This design comes from an exercise in tuning for small area on the open sky130 flow, not from production work.
No functional check of the RTL was part of this run.
Power is estimated from default activity; no workload was simulated.

## config.mk

```make
export PLATFORM = sky130hd
export DESIGN_NAME = ring_rx
export DESIGN_NICKNAME = ring_rx
export VERILOG_FILES = /design/flow/design.v
export SDC_FILE = /design/flow/constraint.sdc
export NUM_CORES = 4
export LEC_CHECK = 0
export CAP_MARGIN = 20
export CORE_MARGIN = 2
export CORE_UTILIZATION = 40
export PLACE_DENSITY = 0.6
export SLEW_MARGIN = 20
```

## constraint.sdc

```tcl
create_clock -name core_clock -period 20.0 [get_ports {clk}]
set_input_delay 4.0000 -clock core_clock [delete_from_list [all_inputs] [get_ports {clk}]]
set_output_delay 4.0000 -clock core_clock [all_outputs]
set_load 0.01 [all_outputs]
```

## design.v

```verilog
module ring_rx (
    input  wire         clk,
    input  wire         rst,
    input  wire         cg_valid,
    input  wire [9:0]   cg,
    output reg          hdr_valid,
    output reg  [127:0] hdr_data,
    output reg          dat_valid,
    output reg  [7:0]   dat_byte,
    output reg          blk_valid,
    output reg  [7:0]   blk_node,
    output reg  [7:0]   blk_kind,
    output reg  [15:0]  blk_len,
    output reg  [1:0]   blk_status,
    output reg          end_valid,
    output reg  [1:0]   end_kind,
    output reg  [1:0]   end_hdr,
    output reg  [31:0]  hdr_crc_errors,
    output reg  [31:0]  blk_crc_errors,
    output reg  [31:0]  batons_aborted,
    output reg  [31:0]  code_violations
);
    localparam [7:0] K28_5 = 8'hBC;
    localparam [7:0] K27_7 = 8'hFB;    
    localparam [7:0] K29_7 = 8'hFD;    
    localparam [7:0] K30_7 = 8'hFE;    
    function [5:0] code6_neg(input [4:0] x);
        case (x)
            5'd0:  code6_neg = 6'b100111;
            5'd1:  code6_neg = 6'b011101;
            5'd2:  code6_neg = 6'b101101;
            5'd3:  code6_neg = 6'b110001;
            5'd4:  code6_neg = 6'b110101;
            5'd5:  code6_neg = 6'b101001;
            5'd6:  code6_neg = 6'b011001;
            5'd7:  code6_neg = 6'b111000;
            5'd8:  code6_neg = 6'b111001;
            5'd9:  code6_neg = 6'b100101;
            5'd10: code6_neg = 6'b010101;
            5'd11: code6_neg = 6'b110100;
            5'd12: code6_neg = 6'b001101;
            5'd13: code6_neg = 6'b101100;
            5'd14: code6_neg = 6'b011100;
            5'd15: code6_neg = 6'b010111;
            5'd16: code6_neg = 6'b011011;
            5'd17: code6_neg = 6'b100011;
            5'd18: code6_neg = 6'b010011;
            5'd19: code6_neg = 6'b110010;
            5'd20: code6_neg = 6'b001011;
            5'd21: code6_neg = 6'b101010;
            5'd22: code6_neg = 6'b011010;
            5'd23: code6_neg = 6'b111010;
            5'd24: code6_neg = 6'b110011;
            5'd25: code6_neg = 6'b100110;
            5'd26: code6_neg = 6'b010110;
            5'd27: code6_neg = 6'b110110;
            5'd28: code6_neg = 6'b001110;
            5'd29: code6_neg = 6'b101110;
            5'd30: code6_neg = 6'b011110;
            default: code6_neg = 6'b101011;
        endcase
    endfunction
    function [2:0] ones6(input [5:0] s);
        ones6 = {2'd0, s[0]} + {2'd0, s[1]} + {2'd0, s[2]} + {2'd0, s[3]} + {2'd0, s[4]} + {2'd0, s[5]};
    endfunction
    function [2:0] ones4(input [3:0] s);
        ones4 = {2'd0, s[0]} + {2'd0, s[1]} + {2'd0, s[2]} + {2'd0, s[3]};
    endfunction
    function rd_after6(input rd, input [5:0] s);
        if (ones6(s) > 3'd3 || s == 6'b000111)
            rd_after6 = 1'b1;
        else if (ones6(s) < 3'd3 || s == 6'b111000)
            rd_after6 = 1'b0;
        else
            rd_after6 = rd;
    endfunction
    function rd_after4(input rd, input [3:0] s);
        if (ones4(s) > 3'd2 || s == 4'b0011)
            rd_after4 = 1'b1;
        else if (ones4(s) < 3'd2 || s == 4'b1100)
            rd_after4 = 1'b0;
        else
            rd_after4 = rd;
    endfunction
    function [9:0] encode(input [7:0] d, input k, input rd);
        reg [5:0] s6;
        reg [3:0] s4;
        reg       rd6;
        reg [4:0] x;
        reg [2:0] y;
        begin
            x = d[4:0];
            y = d[7:5];
            if (k && x == 5'd28)
                s6 = 6'b001111;
            else
                s6 = code6_neg(x);
            if (rd && (ones6(s6) != 3'd3 || x == 5'd7))
                s6 = ~s6;
            rd6 = rd_after6(rd, s6);
            if (k) begin
                if (y == 3'd5)
                    s4 = rd6 ? 4'b1010 : 4'b0101;
                else
                    s4 = rd6 ? 4'b1000 : 4'b0111;
            end else begin
                case (y)
                    3'd0: s4 = 4'b1011;
                    3'd1: s4 = 4'b1001;
                    3'd2: s4 = 4'b0101;
                    3'd3: s4 = 4'b1100;
                    3'd4: s4 = 4'b1101;
                    3'd5: s4 = 4'b1010;
                    3'd6: s4 = 4'b0110;
                    default: begin
                        if ((!rd6 && (x == 5'd17 || x == 5'd18 || x == 5'd20)) ||
                            ( rd6 && (x == 5'd11 || x == 5'd13 || x == 5'd14)))
                            s4 = 4'b0111;
                        else
                            s4 = 4'b1110;
                    end
                endcase
                if (rd6 && (ones4(s4) != 3'd2 || y == 3'd3))
                    s4 = ~s4;
            end
            encode = {s6, s4};
        end
    endfunction
    wire [5:0] rx6 = {cg[0], cg[1], cg[2], cg[3], cg[4], cg[5]};
    wire [3:0] rx4 = {cg[6], cg[7], cg[8], cg[9]};
    reg [4:0] dec_x;
    reg [2:0] dec_y;
    integer   i;
    always @(*) begin
        dec_x = 5'd0;
        for (i = 0; i < 32; i = i + 1) begin
            if (rx6 == code6_neg(i[4:0]) ||
                ((ones6(code6_neg(i[4:0])) != 3'd3 || i == 7) && rx6 == ~code6_neg(i[4:0]))) begin
                dec_x = i[4:0];
            end
        end
        case (rx4)
            4'b1011, 4'b0100:                   dec_y = 3'd0;
            4'b1001:                            dec_y = 3'd1;
            4'b0101:                            dec_y = 3'd2;
            4'b1100, 4'b0011:                   dec_y = 3'd3;
            4'b1101, 4'b0010:                   dec_y = 3'd4;
            4'b1010:                            dec_y = 3'd5;
            4'b0110:                            dec_y = 3'd6;
            4'b1110, 4'b0001, 4'b0111, 4'b1000: dec_y = 3'd7;
            default:                            dec_y = 3'd0;
        endcase
    end
    reg rd;    
    wire [7:0] dec_byte = {dec_y, dec_x};
    wire       is_d     = encode(dec_byte, 1'b0, rd) == {rx6, rx4};
    wire       is_k285  = encode(K28_5, 1'b1, rd) == {rx6, rx4};
    wire       is_sob   = encode(K27_7, 1'b1, rd) == {rx6, rx4};
    wire       is_eob   = encode(K29_7, 1'b1, rd) == {rx6, rx4};
    wire       is_abort = encode(K30_7, 1'b1, rd) == {rx6, rx4};
    wire       rd_next  = rd_after4(rd_after6(rd, rx6), rx4);
    localparam [2:0] SYM_DATA  = 3'd0;
    localparam [2:0] SYM_BAD   = 3'd1;
    localparam [2:0] SYM_COMMA = 3'd2;
    localparam [2:0] SYM_SOB   = 3'd3;
    localparam [2:0] SYM_EOB   = 3'd4;
    localparam [2:0] SYM_ABORT = 3'd5;
    reg       s1_valid;
    reg [2:0] s1_sym;
    reg [7:0] s1_byte;
    always @(posedge clk) begin
        if (rst) begin
            rd       <= 1'b0;
            s1_valid <= 1'b0;
            s1_sym   <= SYM_DATA;
            s1_byte  <= 8'd0;
        end else begin
            s1_valid <= cg_valid;
            if (cg_valid) begin
                rd <= rd_next;
                if (is_d) begin
                    s1_sym  <= SYM_DATA;
                    s1_byte <= dec_byte;
                end else begin
                    s1_byte <= 8'd0;
                    if (is_k285)       s1_sym <= SYM_COMMA;
                    else if (is_sob)   s1_sym <= SYM_SOB;
                    else if (is_eob)   s1_sym <= SYM_EOB;
                    else if (is_abort) s1_sym <= SYM_ABORT;
                    else               s1_sym <= SYM_BAD;
                end
            end
        end
    end
    function [31:0] crc32_byte(input [31:0] c, input [7:0] b);
        integer j;
        reg [31:0] r;
        begin
            r = c ^ {24'd0, b};
            for (j = 0; j < 8; j = j + 1)
                r = r[0] ? ((r >> 1) ^ 32'hEDB88320) : (r >> 1);
            crc32_byte = r;
        end
    endfunction
    localparam [2:0] ST_OUT  = 3'd0;    
    localparam [2:0] ST_HDR  = 3'd1;    
    localparam [2:0] ST_BHDR = 3'd2;    
    localparam [2:0] ST_BDAT = 3'd3;    
    localparam [2:0] ST_BCRC = 3'd4;    
    localparam [2:0] ST_SKIP = 3'd5;    
    localparam [1:0] END_EOB    = 2'd0;
    localparam [1:0] END_ABORT  = 2'd1;
    localparam [1:0] END_FRAME  = 2'd2;
    localparam [1:0] END_LONG   = 2'd3;
    localparam [1:0] HDR_OK    = 2'd0;
    localparam [1:0] HDR_CRC   = 2'd1;
    localparam [1:0] HDR_SHORT = 2'd2;
    localparam [1:0] BLK_OK    = 2'd0;
    localparam [1:0] BLK_CRC   = 2'd1;
    localparam [1:0] BLK_SHORT = 2'd2;
    localparam [1:0] BLK_LEN   = 2'd3;
    reg [2:0]   state;
    reg [12:0]  bcount;       
    reg [4:0]   pos;          
    reg [15:0]  dlen;         
    reg [31:0]  crc;          
    reg [31:0]  rx_crc;       
    reg         poison;       
    reg         hdr_err;      
    reg [127:0] hbuf;         
    reg [7:0]   b_node;
    reg [7:0]   b_kind;
    reg [15:0]  b_len;
    wire       s1_poison  = s1_sym == SYM_BAD;
    wire [31:0] crc_next  = crc32_byte(crc, s1_byte);
    wire [31:0] rx_crc_next = {s1_byte, rx_crc[31:8]};
    wire [15:0] len_next  = {s1_byte, b_len[7:0]};
    wire        len_ok    = len_next[1:0] == 2'b00 && len_next >= 16'd4 && len_next <= 16'd1020;
    function [31:0] sat_inc(input [31:0] v);
        sat_inc = (v == 32'hFFFFFFFF) ? v : v + 32'd1;
    endfunction
    task end_baton(input [1:0] kind);
        begin
            if (state == ST_BHDR && pos != 5'd0 || state == ST_BDAT || state == ST_BCRC) begin
                blk_valid  <= 1'b1;
                blk_node   <= b_node;
                blk_kind   <= b_kind;
                blk_len    <= b_len;
                blk_status <= BLK_SHORT;
            end
            end_valid <= 1'b1;
            end_kind  <= kind;
            if (state == ST_HDR)
                end_hdr <= HDR_SHORT;
            else if (state == ST_SKIP && hdr_err)
                end_hdr <= HDR_CRC;
            else
                end_hdr <= HDR_OK;
            if (kind == END_ABORT)
                batons_aborted <= sat_inc(batons_aborted);
        end
    endtask
    task start_baton;
        begin
            state   <= ST_HDR;
            bcount  <= 13'd0;
            pos     <= 5'd0;
            crc     <= 32'hFFFFFFFF;
            poison  <= 1'b0;
            hdr_err <= 1'b0;
        end
    endtask
    always @(posedge clk) begin
        if (rst) begin
            state           <= ST_OUT;
            bcount          <= 13'd0;
            pos             <= 5'd0;
            dlen            <= 16'd0;
            crc             <= 32'hFFFFFFFF;
            poison          <= 1'b0;
            hdr_err         <= 1'b0;
            hdr_valid       <= 1'b0;
            dat_valid       <= 1'b0;
            dat_byte        <= 8'd0;
            blk_valid       <= 1'b0;
            blk_node        <= 8'd0;
            blk_kind        <= 8'd0;
            blk_len         <= 16'd0;
            blk_status      <= 2'd0;
            end_valid       <= 1'b0;
            end_kind        <= 2'd0;
            end_hdr         <= 2'd0;
            hdr_data        <= 128'd0;
            hdr_crc_errors  <= 32'd0;
            blk_crc_errors  <= 32'd0;
            batons_aborted  <= 32'd0;
            code_violations <= 32'd0;
        end else begin
            hdr_valid  <= 1'b0;
            dat_valid  <= 1'b0;
            dat_byte   <= 8'd0;
            blk_valid  <= 1'b0;
            blk_node   <= 8'd0;
            blk_kind   <= 8'd0;
            blk_len    <= 16'd0;
            blk_status <= 2'd0;
            end_valid  <= 1'b0;
            end_kind   <= 2'd0;
            end_hdr    <= 2'd0;
            hdr_data   <= 128'd0;
            if (s1_valid && s1_sym == SYM_BAD)
                code_violations <= sat_inc(code_violations);
            if (s1_valid) begin
                if (state == ST_OUT) begin
                    if (s1_sym == SYM_SOB)
                        start_baton;
                end else if (s1_sym == SYM_SOB) begin
                    end_baton(END_FRAME);
                    start_baton;
                end else if (s1_sym == SYM_COMMA) begin
                    end_baton(END_FRAME);
                    state <= ST_OUT;
                end else if (s1_sym == SYM_EOB) begin
                    end_baton(END_EOB);
                    state <= ST_OUT;
                end else if (s1_sym == SYM_ABORT) begin
                    end_baton(END_ABORT);
                    state <= ST_OUT;
                end else if (bcount == 13'd4095 + 13'd1) begin
                    end_baton(END_LONG);
                    state <= ST_OUT;
                end else begin
                    bcount <= bcount + 13'd1;
                    case (state)
                        ST_HDR: begin
                            if (pos < 5'd16) begin
                                hbuf <= {s1_byte, hbuf[127:8]};
                                crc  <= crc_next;
                            end else begin
                                rx_crc <= rx_crc_next;
                            end
                            poison <= poison | s1_poison;
                            if (pos == 5'd19) begin
                                pos <= 5'd0;
                                if (!poison && !s1_poison && rx_crc_next == ~crc) begin
                                    hdr_valid <= 1'b1;
                                    hdr_data  <= hbuf;
                                    state     <= ST_BHDR;
                                    crc       <= 32'hFFFFFFFF;
                                    poison    <= 1'b0;
                                end else begin
                                    hdr_crc_errors <= sat_inc(hdr_crc_errors);
                                    hdr_err        <= 1'b1;
                                    state          <= ST_SKIP;
                                end
                            end else begin
                                pos <= pos + 5'd1;
                            end
                        end
                        ST_BHDR: begin
                            crc    <= crc_next;
                            poison <= poison | s1_poison;
                            case (pos[1:0])
                                2'd0: begin
                                    b_node <= s1_byte;
                                    b_kind <= 8'd0;
                                    b_len  <= 16'd0;
                                end
                                2'd1: b_kind <= s1_byte;
                                2'd2: b_len[7:0] <= s1_byte;
                                default: b_len <= len_next;
                            endcase
                            if (pos == 5'd3) begin
                                pos <= 5'd0;
                                if (len_ok) begin
                                    dlen  <= len_next;
                                    state <= ST_BDAT;
                                end else begin
                                    blk_valid  <= 1'b1;
                                    blk_node   <= b_node;
                                    blk_kind   <= b_kind;
                                    blk_len    <= len_next;
                                    blk_status <= BLK_LEN;
                                    state      <= ST_SKIP;
                                end
                            end else begin
                                pos <= pos + 5'd1;
                            end
                        end
                        ST_BDAT: begin
                            crc       <= crc_next;
                            poison    <= poison | s1_poison;
                            dat_valid <= 1'b1;
                            dat_byte  <= s1_byte;
                            dlen      <= dlen - 16'd1;
                            if (dlen == 16'd1)
                                state <= ST_BCRC;
                        end
                        ST_BCRC: begin
                            rx_crc <= rx_crc_next;
                            poison <= poison | s1_poison;
                            if (pos == 5'd3) begin
                                pos        <= 5'd0;
                                blk_valid  <= 1'b1;
                                blk_node   <= b_node;
                                blk_kind   <= b_kind;
                                blk_len    <= b_len;
                                if (!poison && !s1_poison && rx_crc_next == ~crc) begin
                                    blk_status <= BLK_OK;
                                end else begin
                                    blk_status     <= BLK_CRC;
                                    blk_crc_errors <= sat_inc(blk_crc_errors);
                                end
                                crc    <= 32'hFFFFFFFF;
                                poison <= 1'b0;
                                state  <= ST_BHDR;
                            end else begin
                                pos <= pos + 5'd1;
                            end
                        end
                        default: ;    
                    endcase
                end
            end
        end
    end
endmodule
```

## run.sh

```bash
#!/bin/bash
# synth_recipe.tcl (not shown) runs the flow's synth.tcl, then flattens the netlist and writes it again
# the make line also repeats each setting of config.mk as NAME=value (left out here)
make -C /OpenROAD-flow-scripts/flow DESIGN_CONFIG=/design/flow/config.mk WORK_HOME=/design/flow/orfs CLKGATE_MAP_FILE= SYNTH_SCRIPT=/design/flow/synth_recipe.tcl finish
```

==> summary.md <==
| Metric | Value |
|---|---|
| Status | timing/DRC/antenna clean |
| Post-synthesis mux area share | 0.008865 |
| Actual slew at the worst max-slew pin | around 1.1 ns |
| Pwr Total | between 2 and 3 mW |
| Final min period | around 15 ns |
| Chip Width | roughly 250 um |
| Commonest cells post-synth | dfxtp_1, nor2_1, edfxtp_1 |
| Std cell rows | 90 |
| Final Hold Fails | 0 |
| Drc violations | 0 |
| Hold WC Path Type | reg2reg |
| Top post-synthesis cells by area | dfxtp_1, edfxtp_1, xor2_1, and2_1, nor2_1 |
| Setup_tns | 0 ns |
| Post-Syn Area | 24280 um2 |
| Vias | ~18000 |
| CP max FO | 20 |
| Worst Skew | between 0.04 and 0.05 ns |
| Post-synthesis register bit count | 574 |
| Maxcap violations | 0 |
| Crit path buffers/inverters | 11 |
| Part of the cycle the worst path needs | 0.7685 |
| Hold slack | approximately 0.42 ns |
| Crit. End Element | register |
| Synth top area share | 0.3216 |
| Mapped Cells | approximately 2400 |
| Largest net degree at the start of global routing | between 100 and 150 |
| Slew Limit Fails | 0 |
| Post-Synth Adder-Cell Area | 0.02835 |
| Die Ht | 250.4 um |
| Simple logic cell fraction of the synthesized area | 0.2004 |
| CTS Buffer Depth | 3 |
| Critical Path AT | 15.87 ns |
| Drt wl/cell | ~18 um |
| ANT nets after route | 0 |
| Routed wire length | between 60 and 70 mm |
| Final setup viols | 0 |
| Synthesized Nets | roughly 2400 |
| RSZ-0062 raised after global routing | false |
| CP top delay family | adder cells |
| Crit path kind | in2reg |
| Post-synthesis sequential area ratio | 0.5492 |
| Critical path's largest stage delay | 0.65 ns |
| Prevailing post-synth register cell | dfxtp_1 |
| Largest family of logic cells by synthesized area | simple AND/OR/NAND/NOR gates |
| Synth Warn # | 1 |
| Layout cell share with drive strength beyond 1 | 0.05734 |
| Power Density | between 80 and 90 nW/um2 |
| DP HPWL | 42.96 mm |
| Post-route worst setup slack | between 4 and 5 ns |
| ANT cells | 0 |
| Core area | between 60000 and 70000 um2 |
| Most frequent CP cell | inv_1 |
| Root Buffer | clkbuf_16 |
| Die area | ~63000 um2 |
| Yosys top cell by area | dfxtp_1 |
| R2R setup slack | between 10 and 15 ns |
| GR Overflow Total | 0 |
| Fillcell total | roughly 5400 |
| Most numerous cell in the Yosys netlist | dfxtp_1 |
| Worst Setup Start Kind | input port |
| VDD IR-drop max | around 0.062 mV |
| DRT iter0 DRCs | between 1000 and 1500 |
| Pre-CTS WS | 4.152 ns |
| Tot GR Track Use | 0.1889 |
| Post-CTS Setup Bufs | 0 |
| Hold buffer count at cts | 0 |
| I/O pins | 319 |
| Initial Util | 0.4037 |
| Vias/cell | 5.176 |
| TritonRoute pass-1 iters | 5 |
| Clock Sinks | about 570 |
| Cell variety after synth | 90 |
| Worst EP required | about 21 ns |
| Post_cts resized | 0 |
| Area Overhead vs Synth | 24.10% |
| TritonCTS clock tree | done |
| CTS H-tree depth | 2 |
| RD Place Congestion | roughly 0.9 |
| Synth async-reset ratio | 0 |
| Initial antenna violation count | 0 |
| XOR/XNOR Fraction of Synth Area | 0.08731 |
| Skew-Pair Late Insertion Delay | between 0.6 and 0.7 ns |
| Port-buffer cells | 318 |
| Max-slew headroom | 0.2631 |
| Highest clock rate | roughly 0.065 GHz |
| Final Net Count | about 2700 |
| Critical path's slowest cell | ha_1 |
| Post-synth EDFFs | 184 |
| CTS Buf Count | 58 |
| Reg clk slew, reported paths | 0.06 ns |
| Compound-Gate Fraction of Synth Area | 0.09694 |
| Avg Inst Size Synth | about 10 um2 |
| First-pass GRT wire length | approximately 96 mm |
| Leak | roughly 11 nW |
| Vias in the first global route | between 15000 and 20000 |
flip-flops by register name, summed over array words and instances (netlist names), 8 cells and up:
| register | count |
|---|---|
| b_kind | 8 |
| b_len | 16 |
| b_node | 8 |
| batons_aborted | 32 |
| bcount | 13 |
| blk_crc_errors | 32 |
| blk_kind | 8 |
| blk_len | 16 |
| blk_node | 8 |
| code_violations | 32 |
| crc | 32 |
| dat_byte | 8 |
| dlen | 16 |
| hbuf | 128 |
| hdr_crc_errors | 32 |
| hdr_data | 128 |
| rx_crc | 24 |
| s1_byte | 8 |
kinds of logic after synthesis:
family | count (synthesis)
AND/OR/NAND/NOR | 951
flip-flops | 574
AO/OA/AOI/OAI | 359
XOR/XNOR | 242
buffers and inverters | 171
adder cells (fa/ha/maj) | 49
multiplexers | 21
final timing paths:
check / start / end / depth (start not counted)
worst max-delay path: cg[1] / s1_byte[2] / 49
worst min-delay path: hbuf[65] / hbuf[57] / 0
worst max register to register: rd / s1_byte[2] / 25
worst min register to register: hbuf[65] / hbuf[57] / 0
metrics by stage:
| step | utilization | area, um2 | instances |
|---|---|---|---|
| finish | 0.5010 | 30130 | 3485 |
| global route | 0.5010 | 30130 | 3485 |
| CTS | 0.5008 | 30120 | 3485 |
| detailed placement | 0.4682 | 28150 | 3375 |
| global placement | 0.4681 | 28150 | 3375 |
| floorplan | - | 24280 | 2367 |
routing by layer:
| layer | track usage | up-vias | wire (um) |
|---|---|---|---|
| met2 | 0.3248 | 447 | 30370 |
| met4 | 0.05201 | 0 | 1426 |
| met3 | 0.02650 | 88 | 2629 |
| met1 | 0.2486 | 8722 | 27060 |
| met5 | 0 | - | 0 |
| li1 | - | 8781 | - |
power breakdown:
group | internal (mW) | total (mW) | switching (mW)
Clock | 0.637 | 1.09 | 0.454
Combinational | 0.0946 | 0.232 | 0.137
Sequential | 1.20 | 1.20 | 0.00152
Total | 1.93 | 2.52 | 0.593
placed cells by master (no fill, tap or decap), drive strengths merged, types with 19 or more instances in the layout:
cell	netlist	layout
dfxtp	390	390
clkdlybuf4s50	0	317
nor2	259	259
edfxtp	184	184
nand2	169	169
and2	167	167
xor2	148	148
a21oi	105	105
xnor2	94	94
clkbuf	94	92
nand3	85	85
o21ai	81	81
inv	55	57
nor2b	44	44
ha	39	39
nor3	38	38
o211ai	38	38
nand4	36	36
and3	32	32
buf	21	24
or3	22	22
nand2b	21	21
a211oi	19	19
cell type report:
cell class / instances / area (um2) / share of cell area
inverters: 56 / 210.2 / 0.006977
multi-input cells: 1622 / 10290 / 0.3414
clock buffers: 92 / 1739 / 0.05773
well taps: 782 / 978.4 / 0.03248
repair buffers: 341 / 3357 / 0.1114
flip-flops and latches: 574 / 13330 / 0.4425
clock inverters: 18 / 224.0 / 0.007434

==> afterwards: timing with drivers on the ports <==
No port has a modelled driver above. Below, the same layout with a new extraction and two added sets of constraints. Step 1, drivers: a clkbuf_16 drives clk and a buf_2 each remaining input, both assumed. Step 2 adds t to the input delays and takes it off the output delays; t is the mean of the earliest and latest rising clock arrival at the registers after step 1. Input paths then give back, and output paths get back, about the clock's delay inside the block. Three values: ideal, step 1, step 2; two values: the first two.
shift t [ns]: 0.655
setup slack, ns: 4.630 / 4.651 / 3.995
latest minus earliest clock arrival (ns): 0.049 / 0.049
worst register clock-pin slew, ns: 0.07 / 0.07
cell pins on the clock port's net: 1
After both steps setup and hold are still met in this run. For this run, drivers alone change the setup slack by +0.021 ns; drivers and shift together by -0.635 ns.
